What follows belongs to an exercise in optimizing a design on an open flow for small area; a production flow would make more cautious choices. The RTL was checked by simulation tests, not by an equivalence proof against the original design. Power and IR drop assume default switching activity.

==> flow/design.v, too long to show whole: its modules and the start of the top module <==
// module agdel_lane_dec: 801 lines
// module agdel_g_inv: 3 lines
// module agdel_g_nand2: 3 lines
// module agdel_g_nor2: 3 lines
// module agdel_g_nand3: 3 lines
// module agdel_g_nand4: 3 lines
// module agdel_g_and2: 3 lines
// module agdel_g_or2: 3 lines
// module agdel_g_and3: 3 lines
// module agdel_g_or3: 3 lines
// module agdel_g_or4: 3 lines
// module agdel_g_and4: 3 lines
// module agdel_g_nand2b: 3 lines
// module agdel_g_nand3b: 3 lines
// module agdel_g_nand4b: 3 lines
// module agdel_g_and4b: 3 lines
// module agdel_g_o21ai: 3 lines
// module agdel_g_o22ai: 3 lines
// module agdel_g_a31oi: 3 lines
// module agdel_g_a32oi: 3 lines
// module agdel_g_a311oi: 3 lines
// module agdel_g_o311ai: 3 lines
// module agdel_g_o21bai: 3 lines
// module agdel_g_a21o: 3 lines
// module agdel_g_o21a: 3 lines
// module agdel_g_a22o: 3 lines
// module agdel_g_o22a: 3 lines
// module agdel_g_a31o: 3 lines
// module agdel_g_a211o: 3 lines
// module agdel_g_a222oi: 3 lines
// module agdel_g_mux2i: 3 lines
// module agdel_g_xor2: 3 lines
// module agdel_g_xnor2: 3 lines
// module agdel_dat_rx: 1474 lines
module agdel_dat_rx (
    input  wire         clk,
    input  wire         rst,           
    input  wire [575:0] rx_data,       
    input  wire [71:0]  rx_check,      
    input  wire [1:0]   rx_frm0,       
    input  wire [1:0]   rx_frm1,       
    input  wire [8:0]   cnt_clr,       
    input  wire [3:0]   cnt_sel,       
    output reg          out_valid,     
    output reg          out_discard,   
    output reg          out_poison,    
    output reg          out_plane,     
    output reg          out_ce_frame,  
    output reg  [575:0] out_data,      
    output reg  [8:0]   out_ce,        
    output reg  [8:0]   out_uc,        
    output reg  [62:0]  out_ce_where,  
    output wire [15:0]  cnt_rd         
);
  // ...
==> flow/flow/run.sh <==
#!/bin/bash
# Standard layout, except: the port buffers are the smallest buffer cell (buf_1) instead of
# the one buffer_ports picks by default, and clock tree synthesis uses small clock buffers
# without dummy loads. ORFS keeps each step's log under orfs/logs/; make's output goes to
# flow_make.log.
set -euo pipefail
export BUFFER_PORTS_ARGS="-buffer_cell sky130_fd_sc_hd__buf_1"
export CTS_ARGS="-sink_clustering_enable -repair_clock_nets -dont_use_dummy_load -buf_list {sky130_fd_sc_hd__clkbuf_4 sky130_fd_sc_hd__clkbuf_8}"
bash standard.sh > flow_make.log 2>&1
==> flow/standard.sh <==
#!/bin/bash
# synth_recipe.tcl (not shown) runs the flow's synth.tcl, then flattens the netlist and writes it again
# the make line also repeats each setting of config.mk as NAME=value (left out here)
make -C /OpenROAD-flow-scripts/flow DESIGN_CONFIG=/design/flow/config.mk WORK_HOME=/design/flow/orfs CLKGATE_MAP_FILE= SYNTH_SCRIPT=/design/flow/synth_recipe.tcl "${@:-finish}"
==> flow/config.mk <==
export PLATFORM = sky130hd
export DESIGN_NAME = agdel_dat_rx
export DESIGN_NICKNAME = agdel_dat_rx
export VERILOG_FILES = /design/flow/design.v
export SDC_FILE = /design/flow/constraint.sdc
export NUM_CORES = 4
export LEC_CHECK = 0
export CAP_MARGIN = 0
export CORE_MARGIN = 2
export CORE_UTILIZATION = 30
export SLEW_MARGIN = 0
export SYNTH_HIERARCHICAL = 1
==> flow/constraint.sdc <==
create_clock -name core_clock -period 7.0 [get_ports {clk}]
set_input_delay 1.4000 -clock core_clock [delete_from_list [all_inputs] [get_ports {clk}]]
set_output_delay 1.4000 -clock core_clock [all_outputs]
set_load 0.01 [all_outputs]
==> results.py, run 1 <==
metrics = {
    "critical_path": {
        "crit_slowest_cell": "xor2_1",
        "r2r_slack_ns": 4.74,
        "cp-end-kind": "flip-flop",
        "crit_family": "XOR/XNOR gates",
        "critPathArrivalTime_ns": 7.03,
        "r2r_cells": 17,
        "path_common_cell": "xor2_1",
        "crit_path_start_kind": "input port",
        "crit_end": "count[7].value[10]",
        "path_buf_inv": 9,
    },
    "final_layout": {
        "fillers": 16100,
        "sh_seq_area_pct": 27.8,
        "clock_cell_area_share_pct": 3.61,
        "area_growth_pct": 26.1,
        "multi_input_area_share_pct": 48.2,
        "num_antenna_cells": 49,
        "drive_above_1_share_pct": 5.95,
        "bufAreaShareNonClock_pct": 12.5,
    },
    "routing": {
        "m1WireLength_um": 89900,
        "dr.pass1.iters": 7,
        "first_iter_violations": 4330,
        "top_layer_used": "met5",
    },
    "global_routing": {
        "grt_max_degree": 17,
        "grt.busiest_layer": "met2",
        "grt_pass1_vias": 45900,
    },
    "logic_synthesis": {
        "syn-num-nets": 6311,
        "synthTopCellsByArea": "dfxtp_1 (35%), xor2_1 (26%), xnor2_1 (11%)",
        "synth_compound_area_share_pct": 6.27,
        "yosysMostFrequentCell": "xor2_1",
        "synth_ff_type": "dfxtp_1",
        "seq_area_frac_synth_pct": 35.1,
        "synth_top_area_cell": "dfxtp_1",
    },
    "job": {
        "drv_cap": 0,
    },
    "placement": {
        "place_inst": 9306,
    },
    "pwr": {
        "internal_power_mw": 13.0,
        "combPwrFrac_pct": 68.3,
        "p_clk_share_pct": 13.1,
    },
    "timing": {
        "setup_slack_ns": 0.723,
        "min_period_ns": 6.28,
        "slew_headroom_pct": 20.6,
        "skew_ns": 0.0862,
    },
    "clock_tree": {
        "ctsHoldBuffers": 0,
        "cts_sinks": 805,
        "cts_max_path_buffers": 3,
    },
    "status": {
        "status": "finished clean",
    },
}
==> inputs of run 2 (changes only) <==
==> flow/run.sh (new file) <==
#!/bin/bash
# synth_recipe.tcl (not shown) runs the flow's synth.tcl, then flattens the netlist and writes it again
# the make line also repeats each setting of config.mk as NAME=value (left out here)
make -C /OpenROAD-flow-scripts/flow DESIGN_CONFIG=/design/flow/config.mk WORK_HOME=/design/flow/orfs CLKGATE_MAP_FILE= SYNTH_SCRIPT=/design/flow/synth_recipe.tcl finish
--- a/flow/config.mk
+++ b/flow/config.mk
@@ -6,7 +6,7 @@
 export NUM_CORES = 4
 export LEC_CHECK = 0
-export CAP_MARGIN = 0
+export CAP_MARGIN = 20
 export CORE_MARGIN = 2
 export CORE_UTILIZATION = 30
-export SLEW_MARGIN = 0
+export SLEW_MARGIN = 20
 export SYNTH_HIERARCHICAL = 1
removed: flow/flow/run.sh
removed: flow/standard.sh
==> results.py, run 2 <==
metrics = {
    "routing": {
        "dr.pass1.iters": 7,
        "wl_per_cell_um": 26.0,
        "first_iter_violations": 4046,
        "drt-total-wl_um": 251000,
        "drc": 0,
        "vias_per_cell": 4.83,
        "num_vias": 46600,
        "antenna_left": 0,
    },
    "placement": {
        "dpl-instance-area_mm2": 0.0652,
        "port_buffers": 1344,
        "place_inst": 9450,
        "dp_hpwl_um": 214000,
        "place.gp.congestion": 1.05,
    },
    "global_routing": {
        "overflow": 0,
        "antenna_found_initial": 68,
        "grt_max_degree": 20,
        "grt_pass1_vias": 46900,
        "track_usage_pct": 30.8,
        "grt_pass1_wl_um": 346000,
    },
    "timing": {
        "hold_ws_ns": 0.505,
        "slew_headroom_pct": 25.9,
        "finalHoldViolations": 0,
        "finalCritPeriodShare_pct": 92.0,
        "fmax_mhz": 155,
        "drv_slew": 0,
        "skew_ns": 0.0285,
        "min_period_ns": 6.44,
        "rsz0062_at_grt": "false",
        "tns_ns": 0,
        "setup_violations": 0,
        "tightest_slew_ns": 1.11,
    },
    "status": {
        "status": "finished clean",
    },
    "final_layout": {
        "multi_input_area_mm2": 0.0279,
        "largest_register": "out_data",
        "fin_cells": 9660,
        "final_cell_mix": "xor2_1 (1,348), clkdlybuf4s50_1 (1,344), nand2_1 (855)",
        "area_growth_pct": 49.2,
        "seqCellArea_mm2": 0.0161,
        "drive_above_1_share_pct": 7.77,
        "final_nets": 8185,
        "fillers": 15000,
        "reg.largest.list": "out_data x576, count.value x144, out_ce_where x63",
        "final_common_cell": "xor2_1",
        "fin_area_mm2": 0.0685,
        "largest_reg_flops": 576,
    },
    "floorplan": {
        "die_y_um": 395,
        "core_area_mm2": 0.152,
        "rows": 143,
        "pin_count": 1345,
        "die_area_mm2": 0.156,
        "initial_utilization_pct": 30.2,
        "die_w_um": 395,
    },
    "clock_tree": {
        "path_clk_slew_ns": 0.06,
        "cts_tree": "yes",
        "cts_sinks": 805,
        "root_buffer": "clkbuf_16",
        "cts_max_path_buffers": 3,
        "htreeDepth": 3,
        "cts_buffers": 96,
        "clk-insertion-delay-late_ns": 0.72,
        "post_cts_buffers": 0,
    },
    "logic_synthesis": {
        "yosys_warnings": 7,
        "seq_area_frac_synth_pct": 35.1,
        "synth_ff_type": "dfxtp_1",
        "ys_ff_latch": 805,
        "netlist.area_leader.share_pct": 35.1,
        "synthCells": 5644,
        "ys_types": 25,
        "syn_avg_cell_area_um2": 8.13,
        "synth_edf_count": 0,
        "synthTopCellsByArea": "dfxtp_1 (35%), xor2_1 (26%), xnor2_1 (11%)",
        "yosysMostFrequentCell": "xor2_1",
        "synth_top_area_cell": "dfxtp_1",
        "async_reset_ff_share_pct": 0,
        "syn-num-nets": 6311,
        "ys_top_cells_by_count": "xor2_1 (1,350), nand2_1 (855), dfxtp_1 (805)",
        "synthesis.area_mm2": 0.0459,
    },
    "min_path": {
        "hp-class": "reg -> reg",
        "min_path_cells": 1,
    },
    "critical_path": {
        "crit_path_max_incr_delay_ns": 0.64,
        "cp.required_ns": 7.63,
        "setup.worst_path.class": "in -> reg",
        "cp-end-kind": "flip-flop",
        "crit_slowest_cell": "clkdlybuf4s50_1",
        "crit_path_start_kind": "input port",
        "cp_max_fo": 4,
        "path_common_cell": "xor2_1",
        "critPathArrivalTime_ns": 7.07,
        "r2r_cells": 17,
    },
    "pwr": {
        "ir_worst_vdd_v": 0.000256,
        "p_per_area_mw_per_mm2": 476,
        "p_leak_nw": 27.9,
    },
    "job": {
        "drv_cap": 0,
    },
}
-- run 2: stage by stage --
stage / util, % / total power, mW / setup WS [ns]
3_5_place_dp: 42.9 / 27.0 / -0.253
3_3_place_gp: 42.9 / 27.3 / -0.133
4_1_cts: 45.0 / 32.3 / 0.491
5_1_grt: 45.1 / 34.4 / 0.0440
2_1_floorplan: - / 16.6 / 1.14
6_report: 45.1 / 32.6 / 0.562
-- run 2: area by class of cell --
class / instances / share of cell area, %
Antenna cell: 41 / 0.150
Clock buffer: 125 / 3.87
Clock inverter: 44 / 0.840
Inverter: 504 / 2.76
Multi-Input combinational cell: 4334 / 40.8
Sequential cell: 805 / 23.5
Tap cell: 2030 / 3.71
Timing Repair Buffer: 1777 / 24.4
-- run 2: final timing paths --
path / startpoint / to / slack, ns
max: rx_data[440] / count[6].value[10] / 0.56
min: count[6].value[10] / count[6].value[10] / 0.51
max reg2reg: count[5].value[5] / count[5].value[10] / 4.78
min reg2reg: count[6].value[10] / count[6].value[10] / 0.51
-- run 2: modules after synthesis, one instance, submodules excluded, excerpt --
module / copies in the design / cells / flip-flops and latches
agdel_g_and4b: 9 / 1 / 0
agdel_g_a31oi: 109 / 1 / 0
agdel_g_or4: 10 / 1 / 0
agdel_g_o21a: 27 / 1 / 0
agdel_g_o22ai: 9 / 1 / 0
agdel_g_xor2: 1350 / 1 / 0
agdel_g_and2: 9 / 1 / 0
agdel_g_nand4: 20 / 1 / 0
agdel_g_or2: 9 / 1 / 0
agdel_g_a21o: 9 / 1 / 0
agdel_g_and4: 18 / 1 / 0
agdel_g_nand3: 70 / 1 / 0
-- run 2: power by group --
group | leakage [nW] | internal [mW] | switching, mW | total (mW)
clock network | 1.56 | 3.05 | 2.20 | 5.25
registers | 6.71 | 5.19 | 0.235 | 5.43
logic | 19.7 | 7.66 | 14.3 | 21.9
-- run 2: logic make-up after synthesis --
| logic type | after synthesis | share of synthesized area (%) |
|---|---|---|
| XOR/XNOR | 1927 | 36.8 |
| flip-flops | 805 | 35.1 |
| AND/OR/NAND/NOR | 1961 | 17.7 |
| buffers and inverters | 505 | 4.14 |
| AO/OA/AOI/OAI | 446 | 6.27 |
-- run 2: what timing repair did --
item / 4_1_cts / 5_1_grt
endpoints found under the hold margin: 0 / 0
resized for setup: 0 / 2
hold buffers: 0 / 0
endpoints found under the setup margin: 0 / 2
-- run 2: routing by layer --
metal	up-vias	track usage, %	wire length [um]
met4	12	19.0	17800
met3	573	6.66	17800
met5	-	0	135
li1	21600	-	-
met2	2277	53.4	121000
met1	22200	34.3	94300
-- run 2: critical path: cells and delay by family --
| family | cells | cell delay, ns |
|---|---|---|
| buf+inv | 9 | 1.49 |
| simple gates | 10 | 1.65 |
| xor+xnor | 9 | 2.01 |
| compound gates | 4 | 0.53 |
==> inputs of run 3 (changes only) <==
==> flow/flow/run.sh (new file) <==
#!/bin/bash
# Standard layout, except that the port buffers are the smallest buffer cell (buf_1)
# instead of the one buffer_ports picks by default. Each tool's output goes to its own log
# (ORFS keeps per-step logs under orfs/logs/); the make output goes to flow_make.log.
set -euo pipefail
export BUFFER_PORTS_ARGS="-buffer_cell sky130_fd_sc_hd__buf_1"
bash standard.sh > flow_make.log 2>&1
==> flow/standard.sh (new file) <==
#!/bin/bash
# synth_recipe.tcl (not shown) runs the flow's synth.tcl, then flattens the netlist and writes it again
# the make line also repeats each setting of config.mk as NAME=value (left out here)
make -C /OpenROAD-flow-scripts/flow DESIGN_CONFIG=/design/flow/config.mk WORK_HOME=/design/flow/orfs CLKGATE_MAP_FILE= SYNTH_SCRIPT=/design/flow/synth_recipe.tcl "${@:-finish}"
removed: flow/run.sh
==> results.py, run 3 <==
metrics = {
    "status": {
        "status": "finished clean",
    },
    "clock_tree": {
        "cts_sinks": 805,
        "root_buffer": "clkbuf_16",
        "post_cts_buffers": 0,
        "clk-insertion-delay-late_ns": 0.71,
        "cts_tree": "yes",
        "cts_buffers": 95,
        "cts_max_path_buffers": 3,
        "htreeDepth": 3,
        "path_clk_slew_ns": 0.06,
    },
    "routing": {
        "first_iter_violations": 4399,
        "vias_per_cell": 4.87,
        "drt-total-wl_um": 241000,
        "drc": 0,
        "dr.pass1.iters": 8,
        "wl_per_cell_um": 25.3,
        "antenna_left": 0,
        "num_vias": 46500,
    },
    "timing": {
        "rsz0062_at_grt": "false",
        "skew_ns": 0.0227,
        "tightest_slew_ns": 1.09,
        "fmax_mhz": 159,
        "slew_headroom_pct": 27.1,
        "finalHoldViolations": 0,
        "finalCritPeriodShare_pct": 89.6,
        "setup_violations": 0,
        "min_period_ns": 6.27,
        "drv_slew": 0,
    },
    "pwr": {
        "p_per_area_mw_per_mm2": 519,
        "p_leak_nw": 23.6,
        "ir_worst_vdd_v": 0.000309,
    },
    "logic_synthesis": {
        "ys_ff_latch": 805,
        "synthTopCellsByArea": "dfxtp_1 (35%), xor2_1 (26%), xnor2_1 (11%)",
        "ys_top_cells_by_count": "xor2_1 (1,350), nand2_1 (855), dfxtp_1 (805)",
        "yosysMostFrequentCell": "xor2_1",
        "yosys_warnings": 7,
        "ys_types": 25,
        "seq_area_frac_synth_pct": 35.1,
        "synth_top_area_cell": "dfxtp_1",
        "synth_ff_type": "dfxtp_1",
        "synth_edf_count": 0,
        "synthCells": 5644,
        "async_reset_ff_share_pct": 0,
        "synthesis.area_mm2": 0.0459,
        "netlist.area_leader.share_pct": 35.1,
        "syn-num-nets": 6311,
        "syn_avg_cell_area_um2": 8.13,
    },
    "min_path": {
        "min_from": "count[5].value[15]",
        "min_path_cells": 1,
        "hp-class": "reg -> reg",
        "hold_path_end": "count[5].value[15]",
    },
    "placement": {
        "dp_hpwl_um": 206000,
        "place.gp.congestion": 1.06,
        "dpl-instance-area_mm2": 0.0557,
        "place_inst": 9306,
        "port_buffers": 1344,
    },
    "job": {
        "drv_cap": 0,
    },
    "floorplan": {
        "core_area_mm2": 0.152,
        "die_w_um": 395,
        "rows": 143,
        "die_y_um": 395,
        "initial_utilization_pct": 30.2,
        "pin_count": 1345,
        "die_area_mm2": 0.156,
    },
    "final_layout": {
        "seqCellArea_mm2": 0.0161,
        "fin_cells": 9540,
        "fillers": 16000,
        "drive_above_1_share_pct": 6.01,
        "largest_reg_flops": 576,
        "fin_area_mm2": 0.0591,
        "reg.largest.list": "out_data x576, count.value x144, out_ce_where x63",
        "largest_register": "out_data",
        "area_growth_pct": 28.7,
        "multi_input_area_mm2": 0.0279,
        "final_cell_mix": "xor2_1 (1,348), buf_1 (1,344), nand2_1 (855)",
        "final_nets": 8040,
        "final_common_cell": "xor2_1",
    },
    "critical_path": {
        "cp-end-kind": "flip-flop",
        "crit_slowest_cell": "xor2_1",
        "r2r_slack_ns": 4.72,
        "r2r-start": "count[5].value[5]",
        "r2r_cells": 18,
        "setup.worst_path.class": "in -> reg",
        "r2r_end": "count[5].value[14]",
        "cp.required_ns": 7.59,
        "critPathArrivalTime_ns": 6.86,
        "crit_path_start_kind": "input port",
        "crit_path_max_incr_delay_ns": 0.50,
        "cp_max_fo": 5,
    },
    "global_routing": {
        "antenna_found_initial": 88,
        "grt_pass1_vias": 45500,
        "grt_pass1_wl_um": 331000,
        "grt_max_degree": 17,
        "overflow": 0,
        "track_usage_pct": 29.4,
    },
}
-- run 3: cell counts after synthesis --
No cell type changed its count.
-- run 3: worst max-delay path by stage --
stage                    endpoint          from  slack [ns]
4_1_cts        count[6].value[14]  rx_data[440]        0.57
6_report       count[5].value[14]  rx_data[381]        0.73
2_1_floorplan  count[0].value[14]   rx_data[63]        1.14
5_1_grt        count[7].value[10]  rx_data[511]        0.12
3_5_place_dp   count[6].value[14]  rx_data[440]       -0.19
3_3_place_gp   count[6].value[14]  rx_data[447]       -0.20
-- run 3: routing by layer --
layer  GRT usage (%)  vias up  share of wire, %
li1                -    21300                 -
met1            33.2    22100                37
met2            49.3     2437                47
met3            6.01      631               7.9
met4            21.3       16               8.1
met5               0        -             0.043
-- run 3: cell type report --
| class | instances | area share [%] |
|---|---|---|
| Multi-Input combinational cell | 4334 | 47.3 |
| Sequential cell | 805 | 27.3 |
| Timing Repair Buffer | 1633 | 12.2 |
| Clock buffer | 133 | 4.54 |
| Tap cell | 2030 | 4.30 |
| Inverter | 504 | 3.20 |
| Clock inverter | 41 | 0.928 |
| Antenna cell | 60 | 0.254 |
-- run 3: modules after synthesis, one instance, submodules excluded, a selection --
| module | area (um^2) | times used |
|---|---|---|
| agdel_dat_rx | 16100 | 1 |
| agdel_g_and4b | 10.0 | 9 |
| agdel_g_xor2 | 8.76 | 1350 |
| agdel_g_xnor2 | 8.76 | 577 |
| agdel_g_a21o | 7.51 | 9 |
| agdel_g_or4 | 7.51 | 10 |
| agdel_g_or3 | 6.26 | 29 |
| agdel_g_a31oi | 6.26 | 109 |
| agdel_g_o21ai | 5.00 | 199 |
| agdel_g_nor2 | 3.75 | 797 |
-- run 3: report_power, final --
group / internal (mW) / total (mW) / switching (mW)
sequential: 5.19 / 5.44 / 0.246
clock: 3.03 / 5.23 / 2.20
combinational: 5.94 / 20.0 / 14.0
-- run 3: metrics by stage --
step           power (mW)  setup slack [ns]  hold WS [ns]  setup TNS [ns]  utilization, %
3_5_place_dp         25.0            -0.193         0.477          -0.403            36.6
4_1_cts              30.4             0.566         0.490               0            38.8
6_report             30.6             0.726         0.504               0            38.9
2_1_floorplan        16.6              1.14         0.453               0               -
3_3_place_gp         25.3            -0.200         0.482          -0.503            36.6
5_1_grt              32.4             0.121         0.524               0            38.9
-- run 3: logic make-up after synthesis --
logic type      Yosys count  share of synthesized area, %
flops                   805                          35.1
xor+xnor               1927                          36.8
buf+inv                 505                          4.14
simple gates           1961                          17.7
compound gates          446                          6.27
-- run 3: critical path, delay by kind of cell --
family	cells	cell delay [ns]
compound gates	2	0.32
xor+xnor	9	2.35
buf+inv	6	0.72
simple gates	12	2.06
-- run 3: what timing repair did --
action,4_1_cts,5_1_grt
endpoints found under the setup margin,0,3
hold buffers,0,0
gates resized for setup,0,2

==> static timing again, ports no longer ideal <==
The flow's constraints put no driver on any port. The routed layouts listed below were extracted and timed again, unchanged, in two steps. Step 1, drivers: a clkbuf_16 drives clk and a buf_2 each remaining input, both assumed. Step 2 adds t to the input delays and takes it off the output delays; t is the mean of the earliest and latest rising clock arrival at the registers after step 1. Input paths then give back, and output paths get back, about the clock's delay inside the block. Three values: ideal ports, drivers, drivers and shift; two values: the first two.
| run | shift t [ns] | setup WS [ns] | worst hold slack (ns) | pins driven straight from the clock port |
|---|---|---|---|---|
| run 1 | 0.948 | 0.723 / 0.776 / -0.172 | 0.468 / 0.468 / 0.468 | 1 |
| run 2 | 0.793 | 0.562 / 0.622 / -0.172 | 0.505 / 0.505 / 0.505 | 1 |
| run 3 | 0.770 | 0.726 / 0.760 / -0.010 | 0.504 / 0.504 / 0.504 | 1 |
Met with ideal ports but missed after step 2: setup timing in every run listed. For run 1, which loses most, drivers alone change the setup slack by +0.053 ns; drivers and shift together by -0.895 ns.
